Source: an optimization exercise on an open RTL-to-GDS flow (aim: small area and a short achievable clock period). Production flows keep margins and buffers that such runs may drop. The RTL was checked by simulation tests, not by an equivalence proof against the original design. Power figures rest on the tool's default switching activity, not on a simulated workload.

==> run E: inputs <==
## gx_cmac
module gx_cmac (
    input  wire        clk,
    input  wire        rst,          
    input  wire        in_valid,
    input  wire        in_first,     
    input  wire        in_last,      
    input  wire        in_conj,      
    input  wire        in_sat,       
    input  wire [1:0]  in_mode,      
    input  wire [5:0]  in_shift,     
    input  wire [39:0] in_a,         
    input  wire [39:0] in_c,         
    output reg         out_valid,
    output reg  [19:0] out_re,
    output reg  [19:0] out_im,
    output reg         out_ov        
);
export LEC_CHECK = 0
export CAP_MARGIN = 20
export CORE_MARGIN = 2
export CORE_UTILIZATION = 40
export SLEW_MARGIN = 20
export SYNTH_HIERARCHICAL = 1
create_clock -name core_clock -period 11.0 [get_ports {clk}]
standard.sh (not shown) runs the stock make flow with config.mk's settings and CLKGATE_MAP_FILE= SYNTH_SCRIPT=/design/flow/synth_recipe.tcl, a recipe that flattens the netlist after the stock synthesis.
==> flow/flow/run.sh <==
#!/bin/bash
# Layout: standard synthesis; every combinational cell set to drive strength 1; then the
# standard ORFS layout with timing repair aimed below the clock period (SETUP_SLACK_MARGIN).
set -euo pipefail
MARGIN=$(cat flow/margin.txt)
RES=orfs/results/$FLOW_PLATFORM/gx_cmac/base
bash standard.sh "$PWD/$RES/1_2_yosys.v" > synth.log 2>&1
python3 flow/downsize.py "$RES/1_2_yosys.v" "$FLOW_HOME/platforms/$FLOW_PLATFORM/lib/sky130_fd_sc_hd__tt_025C_1v80.lib" > downsize.log 2>&1
bash standard.sh SETUP_SLACK_MARGIN=$MARGIN finish > layout.log 2>&1
==> flow/flow/downsize.py <==
#!/usr/bin/env python3
"""Set every combinational cell of a synthesized netlist to its drive-strength-1 variant
(same function and pins); flip-flops are left as they are. Timing repair later sizes
cells up again where the layout needs it."""
import re, sys

net, lib = sys.argv[1], sys.argv[2]
names = set(re.findall(r'cell\s*\(\s*"?(sky130_fd_sc_hd__\w+)"?\s*\)', open(lib).read()))
keep = ('df', 'dl', 'sdf', 'edf', 'conb', 'clk', 'tap', 'fill', 'decap', 'diode')
src = open(net).read()
count = {}

def sub(m):
    cell = m.group(1)
    base, size = m.group(2), m.group(3)
    if size == '1' or base.startswith(keep):
        return m.group(0)
    small = f"sky130_fd_sc_hd__{base}_1"
    if small not in names:
        return m.group(0)
    count[cell] = count.get(cell, 0) + 1
    return m.group(0).replace(cell, small, 1)

out = re.sub(r'(?m)^(\s*)(?=sky130)', r'\1', src)
out = re.sub(r'(sky130_fd_sc_hd__([a-z0-9]+(?:_[a-z0-9]+)*?)_(\d+))(?=\s+\S+\s*\()', sub, src)
open(net, 'w').write(out)
for k, v in sorted(count.items()):
    print(f"{k}: {v}")
print("resized", sum(count.values()))
==> flow/flow/margin.txt <==
7.0
==> run C: changes against run E <==
--- a/flow/design.v
+++ b/flow/design.v
@@ -57,14 +57,14 @@
         br_four  <= e_r4;
         br_neg   <= e_rn;
         bi_one   <= e_i1;
         bi_two   <= e_i2;
         bi_three <= e_i3;
         bi_four  <= e_i4;
-        ni_re    <= e_in ^ {7{~in_conj}};
-        ni_im    <= e_in ^ {7{in_conj}};
+        ni_re    <= e_in ^ {7{~(in_valid & in_conj)}};
+        ni_im    <= e_in ^ {7{in_valid & in_conj}};
     end
     wire [48:0] t_re1, t_re2, t_im1, t_im2;
     cmac_tree u_tree_re (.m0(a_re), .m0x3(a3_re), .m1(a_im), .m1x3(a3_im),
                          .p_one(br_one), .p_two(br_two), .p_three(br_three), .p_four(br_four), .p_neg(br_neg),
                          .q_one(bi_one), .q_two(bi_two), .q_three(bi_three), .q_four(bi_four), .q_neg(ni_re),
                          .r1(t_re1), .r2(t_re2));
==> flow/flow/run.sh (replaced) <==
#!/bin/bash
# Layout: standard synthesis; every combinational cell set to drive strength 1; then the
# standard ORFS layout, with port buffers of buf_1 and timing repair aimed below the clock
# period (SETUP_SLACK_MARGIN, from flow/margin.txt).
set -euo pipefail
MARGIN=$(cat flow/margin.txt)
RES=orfs/results/$FLOW_PLATFORM/gx_cmac/base
bash standard.sh "$PWD/$RES/1_2_yosys.v" > synth.log 2>&1
python3 flow/downsize.py "$RES/1_2_yosys.v" "$FLOW_HOME/platforms/$FLOW_PLATFORM/lib/sky130_fd_sc_hd__tt_025C_1v80.lib" > downsize.log 2>&1
bash standard.sh SETUP_SLACK_MARGIN=$MARGIN "BUFFER_PORTS_ARGS=-buffer_cell sky130_fd_sc_hd__buf_1" finish > layout.log 2>&1
- CTS_BUF_LIST: not set -> sky130_fd_sc_hd__clkbuf_4 sky130_fd_sc_hd__clkbuf_8
==> comparison table <==
Routing usage on met1: run E 40.93%; run C 40.51%
Dpl hpwl: run E 157000 µm; run C 156600 µm
Depth of the worst register-to-register path: run E 10; run C 9
Routed wire length per instance: run E 31.95 µm; run C 31.14 µm
Routed met2 length: run E 106400 µm; run C 105000 µm
Total GRT Usage: run E 32.33%; run C 31.80%
Post-placement cell area: run E 0.06377 mm²; run C 0.06297 mm²
Total combinational power: run E 0.0219 W; run C 0.0204 W
PostCTS Resize Cnt: run E 249; run C 184
Flip-flop and latch share of the layout cell area: run E 16.17%; run C 16.55%
Largest net degree at the start of global routing: run E 83; run C 75
Final-layout clock buffer total: run E 84; run C 143
Reg area: run E 0.01124 mm²; run C 0.01121 mm²
Final weighted congestion in routability-driven placement: run E 0.9513; run C 0.9161
Highest net fanout along the worst path: run E 44; run C 31
Result of the run: run E complete, no violations; run C complete, no violations
Sw frac: run E 50.31%; run C 50.23%
Crit path setup slack, layout: run E 6892 ps; run C 6915 ps
Final clock period utilization by the worst path: run E 37.35%; run C 37.14%
Relative max-transition margin: run E 20.89%; run C 20.15%
Floorplan die width: run E 390.9 µm; run C 391.0 µm
Pre-antenna DRT Iters: run E 9; run C 10
DRC violation total after the first TritonRoute iteration: run E 8079; run C 8315
Global-route wire length before repair: run E 371500 µm; run C 366700 µm
Portion of the layout cell area used by clock cells: run E 3.223%; run C 3.408%
Reg2Reg Capture Point: run E cs_re2[21]; run C cs_re2[25]

========
==> 12-05: inputs <==
gx_cmac, a different RTL version from the one above (not shown whole).
Settings: LEC_CHECK=0, CAP_MARGIN=20, CORE_MARGIN=2, CORE_UTILIZATION=40, SLEW_MARGIN=20, SYNTH_HIERARCHICAL=1; clock period 11.0 ns.
run.sh (not shown) runs the stock make flow with config.mk's settings and CLKGATE_MAP_FILE= SYNTH_SCRIPT=/design/flow/synth_recipe.tcl, a recipe that flattens the netlist after the stock synthesis.
Stock flow here: none of the scripts above is used.
==> 01-01 (differences from 12-05) <==
==> flow/flow/run.sh (new file) <==
#!/bin/bash
# Standard ORFS layout, with timing repair aimed at a shorter period than the clock:
# repair_timing keeps working on paths with less than MARGIN ns of slack.
set -euo pipefail
MARGIN=7
bash standard.sh SETUP_SLACK_MARGIN=$MARGIN finish > standard.log 2>&1
==> flow/standard.sh (new file) <==
#!/bin/bash
# synth_recipe.tcl (not shown) runs the flow's synth.tcl, then flattens the netlist and writes it again
# the make line also repeats each setting of config.mk as NAME=value (left out here)
make -C /OpenROAD-flow-scripts/flow DESIGN_CONFIG=/design/flow/config.mk WORK_HOME=/design/flow/orfs CLKGATE_MAP_FILE= SYNTH_SCRIPT=/design/flow/synth_recipe.tcl "${@:-finish}"
removed: flow/run.sh
==> qor summary <==
quantity                                                              01-01       12-05
Run status                                         timing/DRC/antenna clean  timing/DRC/antenna clean
Total area of sequential cells                                   8480 sq um  8360 sq um
FMAX                                                                207 MHz     156 MHz
RSZ-0062 raised after global routing                                   true       false
# placed instances                                                     7324        7325
Pin count of the biggest net entering global routing                     85          72
Area added between synthesis and finish                               26.7%       8.66%
Number of global-route vias before repair                             54800       50000
Post-route worst hold slack                                        0.323 ns    0.325 ns
Leak Pwr                                                            27.8 nW     23.3 nW
Number of cell instances on the worst register-to-register path          18          19
Worst Clk Skew                                                    0.0481 ns   0.0602 ns
Data required time at the worst endpoint                           11.60 ns    11.56 ns
Multi-input gate share of total cell area                             0.694       0.760
Combinational share of power                                          0.818       0.793
Portion of total power attributed to sequential cells                 0.122       0.140
Global-route wire length before repair                            393000 um   335000 um
Maximum vdd drop                                                     832 uV      484 uV
Internal power consumption                                         0.0153 W    0.0130 W
WL met1                                                            99900 um    90700 um
Wire length per cell                                                34.8 um     30.4 um
Count of nets after finishing                                          6940        6460
GRT Util Overall                                                      0.342       0.285
Critical Path Sink                                                acc_re[3]   acc_im[2]
Worst path depth                                                         18          19
Global-route track usage on met1                                      0.421       0.385
Final cycle utilization of the critical path                          0.439       0.583

========
==> run G <==
Another version of the RTL of gx_cmac (not shown whole).
==> flow/config.mk <==
export PLATFORM = sky130hd
export DESIGN_NAME = gx_cmac
export DESIGN_NICKNAME = gx_cmac
export VERILOG_FILES = /design/flow/design.v
export SDC_FILE = /design/flow/constraint.sdc
export NUM_CORES = 4
export LEC_CHECK = 0
export CAP_MARGIN = 20
export CORE_MARGIN = 2
export CORE_UTILIZATION = 40
export SLEW_MARGIN = 20
export SYNTH_HIERARCHICAL = 1
==> flow/constraint.sdc <==
create_clock -name core_clock -period 11.0 [get_ports {clk}]
set_input_delay 2.2000 -clock core_clock [delete_from_list [all_inputs] [get_ports {clk}]]
set_output_delay 2.2000 -clock core_clock [all_outputs]
set_load 0.01 [all_outputs]
Stock flow here: none of the scripts above is used.
==> run A: changes against run G <==
--- a/flow/design.v
+++ b/flow/design.v
@@ -88,32 +88,42 @@
             s1_vlast <= 1'b0;
         else
             s1_vlast <= s0_vlast;
         s1_first <= s0_first;
         s1_sat   <= s0_sat;
         s1_mode  <= s0_mode;
         s1_shift <= s0_shift;
     end
-    reg  [47:0] acc_re, acc_im;
+    reg  [47:0] acc_raw_re, acc_raw_im;
+    reg         ovs_re, ovs_im, sg_re, sg_im;
     reg         acc_ov;
     wire [48:0] sum_re, sum_im;      
-    cmac_acc u_acc_re (.acc(acc_re), .first(s1_first), .r1(r_re1), .r2(r_re2), .sat(s1_sat), .sum(sum_re));
-    cmac_acc u_acc_im (.acc(acc_im), .first(s1_first), .r1(r_im1), .r2(r_im2), .sat(s1_sat), .sum(sum_im));
+    wire        sgn_re, sgn_im;      
+    wire [47:0] acc_re = ovs_re ? {sg_re, {47{~sg_re}}} : acc_raw_re;
+    wire [47:0] acc_im = ovs_im ? {sg_im, {47{~sg_im}}} : acc_raw_im;
+    cmac_acc u_acc_re (.acc(acc_raw_re), .ovs(ovs_re), .sg(sg_re), .first(s1_first), .r1(r_re1), .r2(r_re2),
+                       .sum(sum_re), .sgn(sgn_re));
+    cmac_acc u_acc_im (.acc(acc_raw_im), .ovs(ovs_im), .sg(sg_im), .first(s1_first), .r1(r_im1), .r2(r_im2),
+                       .sum(sum_im), .sgn(sgn_im));
     reg        s2_vlast, s2_sat;
     reg [1:0]  s2_mode;
     reg [5:0]  s2_shift;
     always @(posedge clk) begin
         if (rst)
             s2_vlast <= 1'b0;
         else
             s2_vlast <= s1_vlast;
-        acc_re   <= sum_re[47:0];
-        acc_im   <= sum_im[47:0];
-        acc_ov   <= (s1_first ? 1'b0 : acc_ov) | sum_re[48] | sum_im[48];
+        acc_raw_re <= sum_re[47:0];
+        acc_raw_im <= sum_im[47:0];
+        ovs_re     <= sum_re[48] & s1_sat;
+        ovs_im     <= sum_im[48] & s1_sat;
+        sg_re      <= sgn_re;
+        sg_im      <= sgn_im;
+        acc_ov     <= (s1_first ? 1'b0 : acc_ov) | sum_re[48] | sum_im[48];
         s2_sat   <= s1_sat;
         s2_mode  <= s1_mode;
         s2_shift <= s1_shift;
     end
     wire [47:0] th;
     generate
         for (g = 0; g < 48; g = g + 1) begin : therm
             assign th[g] = (s2_shift > g);
@@ -1813,23 +1823,26 @@
     cmac_fa u_s1217 (.a(c1064), .b(s1139), .c(c1138), .s(s1217), .co(c1218));
     wire s1219, c1220;
     cmac_fa u_s1219 (.a(pp420), .b(s1141), .c(c1140), .s(s1219), .co(c1220));
     assign r1 = {1'b1, 1'b1, 1'b1, 1'b1, 1'b1, 1'b1, 1'b1, 1'b1, 1'b1, c1142, s1219, s1217, s1215, s1213, s1211, s1209, s1207, s1205, s1203, c1200, s1199, c1196, s1195, s1193, c1190, c1188, c1186, c1184, c1182, c1180, c1178, c1176, c1174, c1172, c1170, c1168, c1166, c1164, c1162, c1160, c1158, c1156, c1154, c1152, c1150, c1148, c1146, c1144, s1067};
     assign r2 = {1'b0, 1'b0, 1'b0, 1'b0, 1'b0, 1'b0, 1'b0, 1'b0, 1'b0, c1220, c1218, c1216, c1214, c1212, c1210, c1208, c1206, c1204, c1202, s1201, c1198, s1197, c1194, c1192, s1191, s1189, s1187, s1185, s1183, s1181, s1179, s1177, s1175, s1173, s1171, s1169, s1167, s1165, s1163, s1161, s1159, s1157, s1155, s1153, s1151, s1149, s1147, s1145, s1143};
 endmodule
 module cmac_acc (
     input  wire [47:0] acc,
+    input  wire        ovs,
+    input  wire        sg,
     input  wire        first,
     input  wire [48:0] r1,
     input  wire [48:0] r2,
-    input  wire        sat,
-    output wire [48:0] sum        
+    output wire [48:0] sum,
+    output wire        sgn
 );
-    wire [48:0] b = first ? 49'd0 : {acc[47], acc};
+    wire [47:0] eff = ovs ? {sg, {47{~sg}}} : acc;
+    wire [48:0] b = first ? 49'd0 : {eff[47], eff};
     wire as1221, ac1222;
     cmac_fa u_as1221 (.a(r1[0]), .b(r2[0]), .c(b[0]), .s(as1221), .co(ac1222));
     wire as1223, ac1224;
     cmac_fa u_as1223 (.a(r1[1]), .b(r2[1]), .c(b[1]), .s(as1223), .co(ac1224));
     wire as1225, ac1226;
     cmac_fa u_as1225 (.a(r1[2]), .b(r2[2]), .c(b[2]), .s(as1225), .co(ac1226));
     wire as1227, ac1228;
     cmac_fa u_as1227 (.a(r1[3]), .b(r2[3]), .c(b[3]), .s(as1227), .co(ac1228));
@@ -2291,19 +2304,19 @@
     cmac_g u_G1639 (.g1(g1361), .p1(p1410), .g0(G1614), .g(G1639));
     wire G1640;
     cmac_g u_G1640 (.g1(g1363), .p1(p1412), .g0(G1613), .g(G1640));
     wire G1641;
     cmac_g u_G1641 (.g1(g1365), .p1(p1414), .g0(G1612), .g(G1641));
     wire G1642;
     cmac_g u_G1642 (.g1(g1367), .p1(p1416), .g0(G1611), .g(G1642));
     wire [48:0] x = {(p1416 ^ G1611), (p1415 ^ G1641), (p1414 ^ G1612), (p1413 ^ G1640), (p1412 ^ G1613), (p1411 ^ G1639), (p1410 ^ G1614), (p1409 ^ G1638), (p1408 ^ G1615), (p1407 ^ G1637), (p1406 ^ G1616), (p1405 ^ G1636), (p1404 ^ G1617), (p1403 ^ G1635), (p1402 ^ G1618), (p1401 ^ G1634), (p1400 ^ G1603), (p1399 ^ G1633), (p1398 ^ G1604), (p1397 ^ G1632), (p1396 ^ G1605), (p1395 ^ G1631), (p1394 ^ G1606), (p1393 ^ G1630), (p1392 ^ G1607), (p1391 ^ G1629), (p1390 ^ G1608), (p1389 ^ G1628), (p1388 ^ G1609), (p1387 ^ G1627), (p1386 ^ G1610), (p1385 ^ G1626), (p1384 ^ G1583), (p1383 ^ G1625), (p1382 ^ G1584), (p1381 ^ G1624), (p1380 ^ G1585), (p1379 ^ G1623), (p1378 ^ G1586), (p1377 ^ G1622), (p1376 ^ G1549), (p1375 ^ G1621), (p1374 ^ G1550), (p1373 ^ G1620), (p1372 ^ G1508), (p1371 ^ G1619), (p1370 ^ G1417), (p1369 ^ g1319), p1368};
-    wire ovf = x[48] ^ x[47];
-    assign sum[48]   = ovf;
-    assign sum[47:0] = (ovf & sat) ? {x[48], {47{~x[48]}}} : x[47:0];
+    assign sum[48]   = x[48] ^ x[47];
+    assign sum[47:0] = x[47:0];
+    assign sgn       = x[48];
 endmodule
 module cmac_nar_a (
     input  wire [47:0] x,
     input  wire [5:0]  s,
     input  wire [47:0] th,
     output wire [19:0] q,
     output wire        rb,
     output wire        st,
==> flow/flow/run.sh (new file) <==
#!/bin/bash
# Layout: standard synthesis; every combinational cell set to drive strength 1; then the
# standard ORFS layout, with port buffers of buf_1 and timing repair aimed below the clock
# period (SETUP_SLACK_MARGIN, from flow/margin.txt).
set -euo pipefail
MARGIN=$(cat flow/margin.txt)
RES=orfs/results/$FLOW_PLATFORM/gx_cmac/base
bash standard.sh "$PWD/$RES/1_2_yosys.v" > synth.log 2>&1
python3 flow/downsize.py "$RES/1_2_yosys.v" "$FLOW_HOME/platforms/$FLOW_PLATFORM/lib/sky130_fd_sc_hd__tt_025C_1v80.lib" > downsize.log 2>&1
bash standard.sh SETUP_SLACK_MARGIN=$MARGIN "BUFFER_PORTS_ARGS=-buffer_cell sky130_fd_sc_hd__buf_1" finish > layout.log 2>&1
==> flow/flow/downsize.py (new file) <==
#!/usr/bin/env python3
"""Set every combinational cell of a synthesized netlist to its drive-strength-1 variant
(same function and pins); flip-flops are left as they are. Timing repair later sizes
cells up again where the layout needs it."""
import re, sys

net, lib = sys.argv[1], sys.argv[2]
names = set(re.findall(r'cell\s*\(\s*"?(sky130_fd_sc_hd__\w+)"?\s*\)', open(lib).read()))
keep = ('df', 'dl', 'sdf', 'edf', 'conb', 'clk', 'tap', 'fill', 'decap', 'diode')
src = open(net).read()
count = {}

def sub(m):
    cell = m.group(1)
    base, size = m.group(2), m.group(3)
    if size == '1' or base.startswith(keep):
        return m.group(0)
    small = f"sky130_fd_sc_hd__{base}_1"
    if small not in names:
        return m.group(0)
    count[cell] = count.get(cell, 0) + 1
    return m.group(0).replace(cell, small, 1)

out = re.sub(r'(?m)^(\s*)(?=sky130)', r'\1', src)
out = re.sub(r'(sky130_fd_sc_hd__([a-z0-9]+(?:_[a-z0-9]+)*?)_(\d+))(?=\s+\S+\s*\()', sub, src)
open(net, 'w').write(out)
for k, v in sorted(count.items()):
    print(f"{k}: {v}")
print("resized", sum(count.values()))
==> flow/flow/margin.txt (new file) <==
7.0
==> flow/standard.sh (new file) <==
#!/bin/bash
# synth_recipe.tcl (not shown) runs the flow's synth.tcl, then flattens the netlist and writes it again
# the make line also repeats each setting of config.mk as NAME=value (left out here)
make -C /OpenROAD-flow-scripts/flow DESIGN_CONFIG=/design/flow/config.mk WORK_HOME=/design/flow/orfs CLKGATE_MAP_FILE= SYNTH_SCRIPT=/design/flow/synth_recipe.tcl "${@:-finish}"
==> flow/config.mk (replaced) <==
export PLATFORM = sky130hd
export DESIGN_NAME = gx_cmac
export DESIGN_NICKNAME = gx_cmac
export VERILOG_FILES = /design/flow/design.v
export SDC_FILE = /design/flow/constraint.sdc
export NUM_CORES = 4
export LEC_CHECK = 0
export CAP_MARGIN = 20
export CORE_MARGIN = 2
export CORE_UTILIZATION = 55
export SLEW_MARGIN = 20
export SYNTH_HIERARCHICAL = 1
removed: flow/run.sh
==> qor summary <==
quantity                                                                          run A       run G
Height of the die                                                                330 um      402 um
Site Rows                                                                           119         146
Placed Cells incl. Taps                                                            6934        7639
Initial standard-cell utilization of the core                                     55.4%       40.2%
Post-detailed-placement half-perimeter wirelength                             138000 um   149000 um
Last weighted congestion value of the routability-driven placer                   0.931       0.914
Post-synthesis instance total                                                      5695        5622
Number of buffers inserted to repair setup after CTS                                307           0
Die width                                                                        330 um      402 um
Total placed instance area                                                    60200 um2   66400 um2
Result of the run                                                stopped before the end  timing/DRC/antenna clean
Last stage reached                                                       global routing           -
Synth Cell Area                                                               58400 um2   63400 um2
Cts bufs inserted                                                                    57          59
Synthesized area per cell                                                      10.3 um2    11.3 um2
Resized cells post-CTS                                                              217           0

separate check: timing with driven ports:
No port has a modelled driver above. Below, the same layouts with a new extraction and two added sets of constraints. Step 1 sets driving cells, clkbuf_16 on the clock port and buf_2 on the other inputs (assumed; they add their load-dependent delay and slew). Step 2 moves the port delays by t, midway between the first and last clock arrival at a register: inputs arrive t later, outputs are due t later. That takes back most of the time a late clock gives input paths. a / b / c = ideal / step 1 / step 2; a / b = the first two.
run | t, ns | setup slack, ns | worst slew at a driven data input, ns
run E | 0.780 | 6.892 / 6.892 / 6.350 | 0.06
run C | 0.910 | 6.915 / 6.915 / 6.422 | 0.06
12-05 | 0.738 | 4.583 / 4.583 / 4.583 | 0.05
01-01 | 0.748 | 6.176 / 6.176 / 6.176 | 0.04
run G | 0.770 | 5.926 / 5.926 / 5.926 | 0.06
After both steps every run listed still meets setup and hold. For run E, which loses most, drivers alone change the setup slack by 0.000 ns; drivers and shift together by -0.542 ns.
